Background: an optimization exercise with open tools, aiming at small area, a short achievable clock period and few clock cycles. Do not read the settings as production practice.
At most, simulation tests tie the RTL to the original design; equivalence was not proved.
Power figures rest on the tool's default switching activity, not on a simulated workload.

Setup of run A:
## qsc_encoder
module qsc_encoder (
    input  wire        clk,
    input  wire        rst,
    input  wire        cmd_valid,
    output wire        cmd_ready,
    input  wire [5:0]  cmd_width_m1,
    input  wire [5:0]  cmd_lines_m1,
    input  wire        cmd_hist_reset,
    input  wire        in_valid,
    output wire        in_ready,
    input  wire [7:0]  in_pix,
    output wire        out_valid,
    input  wire        out_ready,
    output wire [7:0]  out_data,
    output wire        done,
    output wire [14:0] nbytes
);
Size in the first run: about 4100 cells after synthesis, about 1100 flip-flops, ~53 I/O pins, ~47000 µm² of cells after synthesis.
clock: 12.0 ns
lec_check: 0
abc_area: 1
cap_margin: 5
core_margin: 2
core_utilization: 40
cts_buf_list: sky130_fd_sc_hd__clkbuf_16
cts_cluster_diameter: 80
cts_cluster_size: 24
slew_margin: 5
standard.sh (not shown) runs the stock make flow with config.mk's settings and CLKGATE_MAP_FILE= SYNTH_SCRIPT=/design/flow/synth_recipe.tcl, a recipe that flattens the netlist after the stock synthesis.
==> flow/flow/run.sh <==
#!/bin/bash
# The standard layout, with two changes to how it is made:
#  - the port buffers are buf_4 cells instead of the resizer's default choice
#    (a slow delay buffer);
#  - repair_timing is asked for more setup slack than the period needs, so
#    that it sizes the paths for a shorter achieved period.
# The clock period and all constraints are the design's own.
bash standard.sh "BUFFER_PORTS_ARGS=-buffer_cell sky130_fd_sc_hd__buf_4" SETUP_SLACK_MARGIN=8.7 finish > standard.log 2>&1
Having completed the whole flow, run A delivered a layout that passed the timing, design-rule and antenna checks.
For run B, these inputs were changed with respect to run A:
--- a/flow/design.v
+++ b/flow/design.v
@@ -248,48 +248,57 @@
     reg [13:0] ahi;
     reg        alo;
     always @(*)
         for (kk = 0; kk < 7; kk = kk + 1) begin
             ahi    = a1 >> kk;
             alo    = |(a1 & ~(14'h3fff << kk));
             ge[kk] = !((ahi[13:6] != 8'd0) || (ahi[5:0] > n1) || (ahi[5:0] == n1 && alo));
         end
     wire [7:0] koh = {~ge[6], ge[6:1] & ~ge[5:0], ge[0]};
     wire [2:0] k_cur = {|koh[7:4], |{koh[7:6], koh[3:2]}, |{koh[7], koh[5], koh[3], koh[1]}};
-    reg  [7:0] q_cur;
-    reg  [7:0] m_sh;
+    reg  [4:0] qz_k  [0:7];
+    reg  [5:0] len_k [0:7];
     reg  [7:0] esc_k;
+    reg  [4:0] qsel;
+    reg  [5:0] lsel;
+    reg  [7:0] m_sh;
+    reg  [7:0] mk;
     always @(*) begin
-        q_cur = 8'd0;
-        m_sh  = 8'd0;
+        qsel = 5'd0;
+        lsel = 6'd0;
+        m_sh = 8'd0;
         for (kk = 0; kk < 8; kk = kk + 1) begin
-            esc_k[kk] = (kk < 4) && ((m1 >> kk) >= 8'd23);
-            q_cur     = q_cur | ({8{koh[kk]}} & (m1 >> kk));
-            m_sh      = m_sh | ({8{koh[kk]}} & (m1 << (8 - kk)));
+            mk         = m1 >> kk;
+            esc_k[kk]  = (kk < 4) && (mk >= 8'd23);
+            qz_k[kk]   = esc_k[kk] ? 5'd23 : mk[4:0];
+            len_k[kk]  = esc_k[kk] ? 6'd32 : ({1'b0, mk[4:0]} + kk + 1);
+            qsel       = qsel | ({5{koh[kk]}} & qz_k[kk]);
+            lsel       = lsel | ({6{koh[kk]}} & len_k[kk]);
+            m_sh       = m_sh | ({8{koh[kk]}} & (m1 << (8 - kk)));
         end
     end
     wire esc = |(koh & esc_k);
     wire [3:0] runl = r_one ? 4'd1 : r_zero ? ({1'b0, jr} + 4'd1) : 4'd0;
     reg        v2;
     reg [7:0]  runf2;
     reg [4:0]  rq2;           
     reg [5:0]  rqf2;          
     reg [8:0]  fld2;
     reg [3:0]  flen2;
     reg        end2;
     always @(posedge clk) begin
         if (rst)      v2 <= 1'b0;
         else if (adv) v2 <= v1;
         if (adv) begin
             runf2 <= r_one ? 8'h80 : r_zero ? {1'b0, cnt_sh} : 8'h00;
-            rq2   <= {1'b0, runl} + (!regv ? 5'd0 : esc ? 5'd23 : q_cur[4:0]);
-            rqf2  <= {2'b0, runl} + (!regv ? 6'd0 : esc ? 6'd32 : ({1'b0, q_cur[4:0]} + {3'd0, k_cur} + 6'd1));
+            rq2   <= {1'b0, runl} + (regv ? qsel : 5'd0);
+            rqf2  <= {2'b0, runl} + (regv ? lsel : 6'd0);
             fld2  <= !regv ? 9'd0 : esc ? {1'b1, m1} : {1'b1, m_sh};
             flen2 <= !regv ? 4'd0 : esc ? 4'd9 : ({1'b0, k_cur} + 4'd1);
             end2  <= f1_end;
         end
     end
     reg [23:0] obuf;
     reg [5:0]  fill;
     reg        pend;
     reg [8:0]  pfld;
     reg [3:0]  pflen;
==> comparison <==
- The run showing the smaller detailed placer's ending HPWL is run A.
- Compare run B and run A | actual transition at the worst max-transition pin lower: run B
- Changes observed in run B relative to run A: buffers plus inverters on the worst setup path down 2; number of antenna cells inserted up 1; fraction of area in clock buffers and inverters flat; initial cell density of the core flat; number of standard cells after synthesis up 118.
- Cell area | run B vs run A | run B larger
- The run with more setup slack is run B; run A has less.
- Summary — clock-buffer cell count, run B relative to run A: higher, by 1.
No run of this note included a check of the RTL's function; only the layout flow was run.

========
qsc_encoder, a different RTL version from the one above (not shown whole).
Size: roughly 4,100 cells after synthesis, about 1,100 flip-flops, about 46,000 µm² of cells after synthesis.
clock: 12.0 ns
lec_check: 0
abc_area: 1
cap_margin: 5
core_margin: 2
core_utilization: 40
cts_buf_list: sky130_fd_sc_hd__clkbuf_16
cts_cluster_diameter: 80
cts_cluster_size: 24
slew_margin: 5
Scripts as last shown in full above: flow/flow/run.sh
Rerun with:
--- a/flow/design.v
+++ b/flow/design.v
@@ -246,52 +246,61 @@
     reg [6:0] ge;
     integer kk;
     reg [13:0] ahi;
     reg        alo;
     always @(*)
         for (kk = 0; kk < 7; kk = kk + 1) begin
             ahi    = a1 >> kk;
             alo    = |(a1 & ~(14'h3fff << kk));
             ge[kk] = !((ahi[13:6] != 8'd0) || (ahi[5:0] > n1) || (ahi[5:0] == n1 && alo));
         end
     wire [7:0] koh = {~ge[6], ge[6:1] & ~ge[5:0], ge[0]};
     wire [2:0] k_cur = {|koh[7:4], |{koh[7:6], koh[3:2]}, |{koh[7], koh[5], koh[3], koh[1]}};
-    reg  [7:0] q_cur;
-    reg  [7:0] m_sh;
+    reg  [4:0] qz_k  [0:7];
+    reg  [5:0] len_k [0:7];
     reg  [7:0] esc_k;
+    reg  [4:0] qsel;
+    reg  [5:0] lsel;
+    reg  [7:0] m_sh;
+    reg  [7:0] mk;
     always @(*) begin
-        q_cur = 8'd0;
-        m_sh  = 8'd0;
+        qsel = 5'd0;
+        lsel = 6'd0;
+        m_sh = 8'd0;
         for (kk = 0; kk < 8; kk = kk + 1) begin
-            esc_k[kk] = (kk < 4) && ((m1 >> kk) >= 8'd23);
-            q_cur     = q_cur | ({8{koh[kk]}} & (m1 >> kk));
-            m_sh      = m_sh | ({8{koh[kk]}} & (m1 << (8 - kk)));
+            mk         = m1 >> kk;
+            esc_k[kk]  = (kk < 4) && (mk >= 8'd23);
+            qz_k[kk]   = esc_k[kk] ? 5'd23 : mk[4:0];
+            len_k[kk]  = esc_k[kk] ? 6'd32 : ({1'b0, mk[4:0]} + kk + 1);
+            qsel       = qsel | ({5{koh[kk]}} & qz_k[kk]);
+            lsel       = lsel | ({6{koh[kk]}} & len_k[kk]);
+            m_sh       = m_sh | ({8{koh[kk]}} & (m1 << (8 - kk)));
         end
     end
     wire esc = |(koh & esc_k);
     wire [3:0] runl = r_one ? 4'd1 : r_zero ? ({1'b0, jr} + 4'd1) : 4'd0;
     reg        v2;
     reg [7:0]  runf2;
     reg [4:0]  rq2;           
     reg [5:0]  rqf2;          
     reg [8:0]  fld2;
     reg [3:0]  flen2;
     reg        end2;
     always @(posedge clk) begin
         if (rst)      v2 <= 1'b0;
         else if (adv) v2 <= v1;
         if (adv) begin
             runf2 <= r_one ? 8'h80 : r_zero ? {1'b0, cnt_sh} : 8'h00;
-            rq2   <= {1'b0, runl} + (!regv ? 5'd0 : esc ? 5'd23 : q_cur[4:0]);
-            rqf2  <= {2'b0, runl} + (!regv ? 6'd0 : esc ? 6'd32 : ({1'b0, q_cur[4:0]} + {3'd0, k_cur} + 6'd1));
+            rq2   <= {1'b0, runl} + (regv ? qsel : 5'd0);
+            rqf2  <= {2'b0, runl} + (regv ? lsel : 6'd0);
             fld2  <= !regv ? 9'd0 : esc ? {1'b1, m1} : {1'b1, m_sh};
             flen2 <= !regv ? 4'd0 : esc ? 4'd9 : ({1'b0, k_cur} + 4'd1);
             end2  <= f1_end;
         end
     end
     reg [23:0] obuf;
     reg [5:0]  fill;
     reg        pend;
     reg [8:0]  pfld;
     reg [3:0]  pflen;
     reg        pend_end;
     reg        closing;
The new run ran to the end with no violations. Global-route usage came out higher by 0.35 points. Sequential share of layout area fell by 0.25 points. Clock-buffer cell count stays the same. Hold slack is better by 0.013 ns. Setup slack gets better by 0.29 ns. Core utilization is lower by 0.43 points. Clock skew climbs by 0.0080 ns. Routed wire length climbs by 3.5%.
Testbench counts after the change, summed over its fixed seeds: cycles 139,132.
For the first run of this note, only the layout was checked, not whether the RTL still works.

========
## oak
qsc_encoder, a different RTL version from the one above (not shown whole).
Size: ~53 I/O pins, ~48000 sq um of cells after synthesis.
==> flow/config.mk <==
export PLATFORM = sky130hd
export DESIGN_NAME = qsc_encoder
export DESIGN_NICKNAME = qsc_encoder
export VERILOG_FILES = /design/flow/design.v
export SDC_FILE = /design/flow/constraint.sdc
export NUM_CORES = 4
export LEC_CHECK = 0
export ABC_AREA = 1
export CAP_MARGIN = 5
export CORE_MARGIN = 2
export CORE_UTILIZATION = 65
export CTS_BUF_LIST = sky130_fd_sc_hd__clkbuf_16
export CTS_CLUSTER_DIAMETER = 80
export CTS_CLUSTER_SIZE = 24
export SLEW_MARGIN = 5
==> flow/constraint.sdc <==
create_clock -name core_clock -period 12.0 [get_ports {clk}]
set_input_delay 2.4000 -clock core_clock [delete_from_list [all_inputs] [get_ports {clk}]]
set_output_delay 2.4000 -clock core_clock [all_outputs]
set_load 0.01 [all_outputs]
Scripts as last shown in full above: flow/flow/run.sh
What pine does differently from oak at the input level:
-- flow/design.v --
<<< oak, line 298
        end
    end
    localparam OW = 40;      
    localparam TH = 32;      
    reg [OW-1:0] obuf;
    reg [5:0]  fill;
    reg        pend;
>>> pine, line 298
        end
    end
    reg [23:0] obuf;
    reg [5:0]  fill;
    reg        pend;
<<< oak, line 310
    reg        ov;
    reg [14:0] nbc;
    wire        can_acc = (fill < TH) && !pend && !closing;
    wire        take_c  = v2 && can_acc;
    wire [5:0]  pz      = fill + {1'b0, rq2};                   
    wire [6:0]  fe_t    = {1'b0, fill} + {1'b0, rqf2};
    wire [6:0]  fe_p    = {1'b0, fill} + {3'b0, pflen};
    wire        fits_t  = (fe_t <= OW);
    wire        fits_p  = (fe_p <= OW);
    wire [8:0]  f_src   = pend ? pfld : fld2;
    wire [5:0]  f_pos   = pend ? fill : pz;
    wire        f_fits  = pend ? fits_p : fits_t;
    wire [OW-1:0] ins_r = take_c ? ({runf2, {(OW-8){1'b0}}} >> fill) : {OW{1'b0}};
    wire [OW-1:0] ins_f = (take_c || pend) ? ({f_src, {(OW-9){1'b0}}} >> f_pos) : {OW{1'b0}};
    wire        cmpl    = take_c ? fits_t : (pend && fits_p);    
    wire        c_end   = pend ? pend_end : end2;
>>> pine, line 308
    reg        ov;
    reg [14:0] nbc;
    wire        can_acc = (fill < 6'd16) && !pend && !closing;
    wire        take_c  = v2 && can_acc;
    wire [5:0]  pz      = fill + {1'b0, rq2};                   
    wire [6:0]  fe_t    = {1'b0, fill} + {1'b0, rqf2};
    wire [6:0]  fe_p    = {1'b0, fill} + {3'b0, pflen};
    wire        fits_t  = (fe_t <= 7'd24);
    wire        fits_p  = (fe_p <= 7'd24);
    wire [8:0]  f_src   = pend ? pfld : fld2;
    wire [5:0]  f_pos   = pend ? fill : pz;
    wire        f_fits  = pend ? fits_p : fits_t;
    wire [23:0] ins_r   = take_c ? ({runf2, 16'd0} >> fill[3:0]) : 24'd0;
    wire [23:0] ins_f   = (take_c || pend) ? ({f_src, 15'd0} >> f_pos) : 24'd0;
    wire        cmpl    = take_c ? fits_t : (pend && fits_p);    
    wire        c_end   = pend ? pend_end : end2;
<<< oak, line 328
    wire [5:0]  fill_i  = take_c ? (fits_t ? fa_t : pz) :
                          pend   ? (fits_p ? fa_p : fill) : fill;
    wire [OW-1:0] obuf_i = obuf | ins_r | ins_f;
    wire        byte_hs = ov && out_ready;
    wire [5:0]  fill_nx = byte_hs ? {fill_i[5:3] - 3'd1, fill_i[2:0]} : fill_i;
>>> pine, line 326
    wire [5:0]  fill_i  = take_c ? (fits_t ? fa_t : pz) :
                          pend   ? (fits_p ? fa_p : fill) : fill;
    wire [23:0] obuf_i  = obuf | ins_r | ins_f;
    wire        byte_hs = ov && out_ready;
    wire [5:0]  fill_nx = byte_hs ? {fill_i[5:3] - 3'd1, fill_i[2:0]} : fill_i;
<<< oak, line 335
    wire        clos_nx = (last_b && byte_hs) ? 1'b0 : (cmpl && c_end) ? 1'b1 : closing;
    wire        v2_nx   = adv ? v1 : v2;
    wire        acc_0   = take_c ? (fits_t && !end2 && fe_t < TH) :
                          pend   ? (fits_p && !pend_end && fe_p < TH) :
                                   (fill < TH && !closing);
    wire        acc_1h  = take_c ? (fits_t && !end2 && fe_t < TH + 8) :
                          pend   ? (fits_p && !pend_end && fe_p < TH + 8) :
                                   (fill < TH + 8 && !(closing && !last_b));
    wire        acc_1   = ov ? acc_1h : acc_0;
    wire        adv_0   = !(v2_nx && !acc_0);
>>> pine, line 333
    wire        clos_nx = (last_b && byte_hs) ? 1'b0 : (cmpl && c_end) ? 1'b1 : closing;
    wire        v2_nx   = adv ? v1 : v2;
    wire        acc_0   = take_c ? (fits_t && !end2 && fe_t < 7'd16) :
                          pend   ? (fits_p && !pend_end && fe_p < 7'd16) :
                                   (fill < 6'd16 && !closing);
    wire        acc_1h  = take_c ? (fits_t && !end2 && fe_t < 7'd24) :
                          pend   ? (fits_p && !pend_end && fe_p < 7'd24) :
                                   (fill < 6'd24 && !(closing && !last_b));
    wire        acc_1   = ov ? acc_1h : acc_0;
    wire        adv_0   = !(v2_nx && !acc_0);
<<< oak, line 355
    wire [14:0] nbc_inc = nbc + 15'd1;
    assign out_valid = ov;
    assign out_data  = obuf[OW-1:OW-8];
    assign done      = done_r;
    assign nbytes    = nbc;
    always @(posedge clk) begin
        if (rst) begin
            obuf    <= {OW{1'b0}};
            fill    <= 6'd0;
            pend    <= 1'b0;
>>> pine, line 353
    wire [14:0] nbc_inc = nbc + 15'd1;
    assign out_valid = ov;
    assign out_data  = obuf[23:16];
    assign done      = done_r;
    assign nbytes    = nbc;
    always @(posedge clk) begin
        if (rst) begin
            obuf    <= 24'd0;
            fill    <= 6'd0;
            pend    <= 1'b0;
<<< oak, line 371
            cmd_rdy <= 1'b1;
        end else begin
            obuf    <= byte_hs ? {obuf_i[OW-9:0], 8'd0} : obuf_i;
            fill    <= fill_nx;
            pend    <= pend_nx;
>>> pine, line 369
            cmd_rdy <= 1'b1;
        end else begin
            obuf    <= byte_hs ? {obuf_i[15:0], 8'd0} : obuf_i;
            fill    <= fill_nx;
            pend    <= pend_nx;
### Flow results
Having completed the whole flow, pine delivered a layout that passed the timing, design-rule and antenna checks. Delta (pine minus oak): effective utilization at floorplan was more or less identical, first-pass GRT wire length went down by 10 mm, portion of total power attributed to the clock network went down by 0.2 points, half-perimeter wire length of the detailed placement result went down by about 7%, clock power went down by about 5%. Measured against each other, oak and pine differ in utilization, the higher figure coming from oak. Routed wire in pine totals less than in oak. In the tables for oak and pine, relative area change from synthesis to final layout reads lower with pine. Per the comparison of pine with oak, proportion of synthesized area in mux cells barely changed, maximum frequency roughly the same, depth of the worst register-to-register path increased 1. The lower die outline width of oak and pine is in pine. Cmp pine vs oak: met1 wire length lower in pine.
Testbench counts of pine, summed over its fixed seeds: cycles 139,132.
Function not checked in oak: the RTL went through the layout flow alone.

[re-timing with driven ports]
In the flow no input, the clock included, has a driving cell. The finished layouts below were timed again as built, in two steps.
Step 1 assumes that a clkbuf_16 drives the clock port and a buf_2 every other input.
Step 2, shift: input delay + t, output delay - t, t = (earliest + latest rising clock arrival at the registers) / 2. This alone moves slack from input paths to output paths.
Slacks: ideal ports / drivers / drivers and shift; pairs: ideal ports / drivers.
| run | t (ns) | slack for setup (ns) | worst slew at a driven data input, ns | cell pins on the clock port's net |
|---|---|---|---|---|
| run A | 0.744 | 8.049 / 8.048 / 8.048 | 0.04 | 1 |
| run B | 0.748 | 8.335 / 8.268 / 8.066 | 0.09 | 1 |
| the first run of note 2 | 0.733 | 8.123 / 8.123 / 8.123 | 0.04 | 1 |
| the second run of note 2 | 0.740 | 8.412 / 8.347 / 8.198 | 0.10 | 1 |
| oak | 0.726 | 8.486 / 8.417 / 8.003 | 0.05 | 1 |
| pine | 0.706 | 8.488 / 8.415 / 8.072 | 0.09 | 1 |
After both steps setup and hold are still met in every run listed. For oak, which loses most, drivers alone change the setup slack by -0.069 ns; drivers and shift together by -0.483 ns.
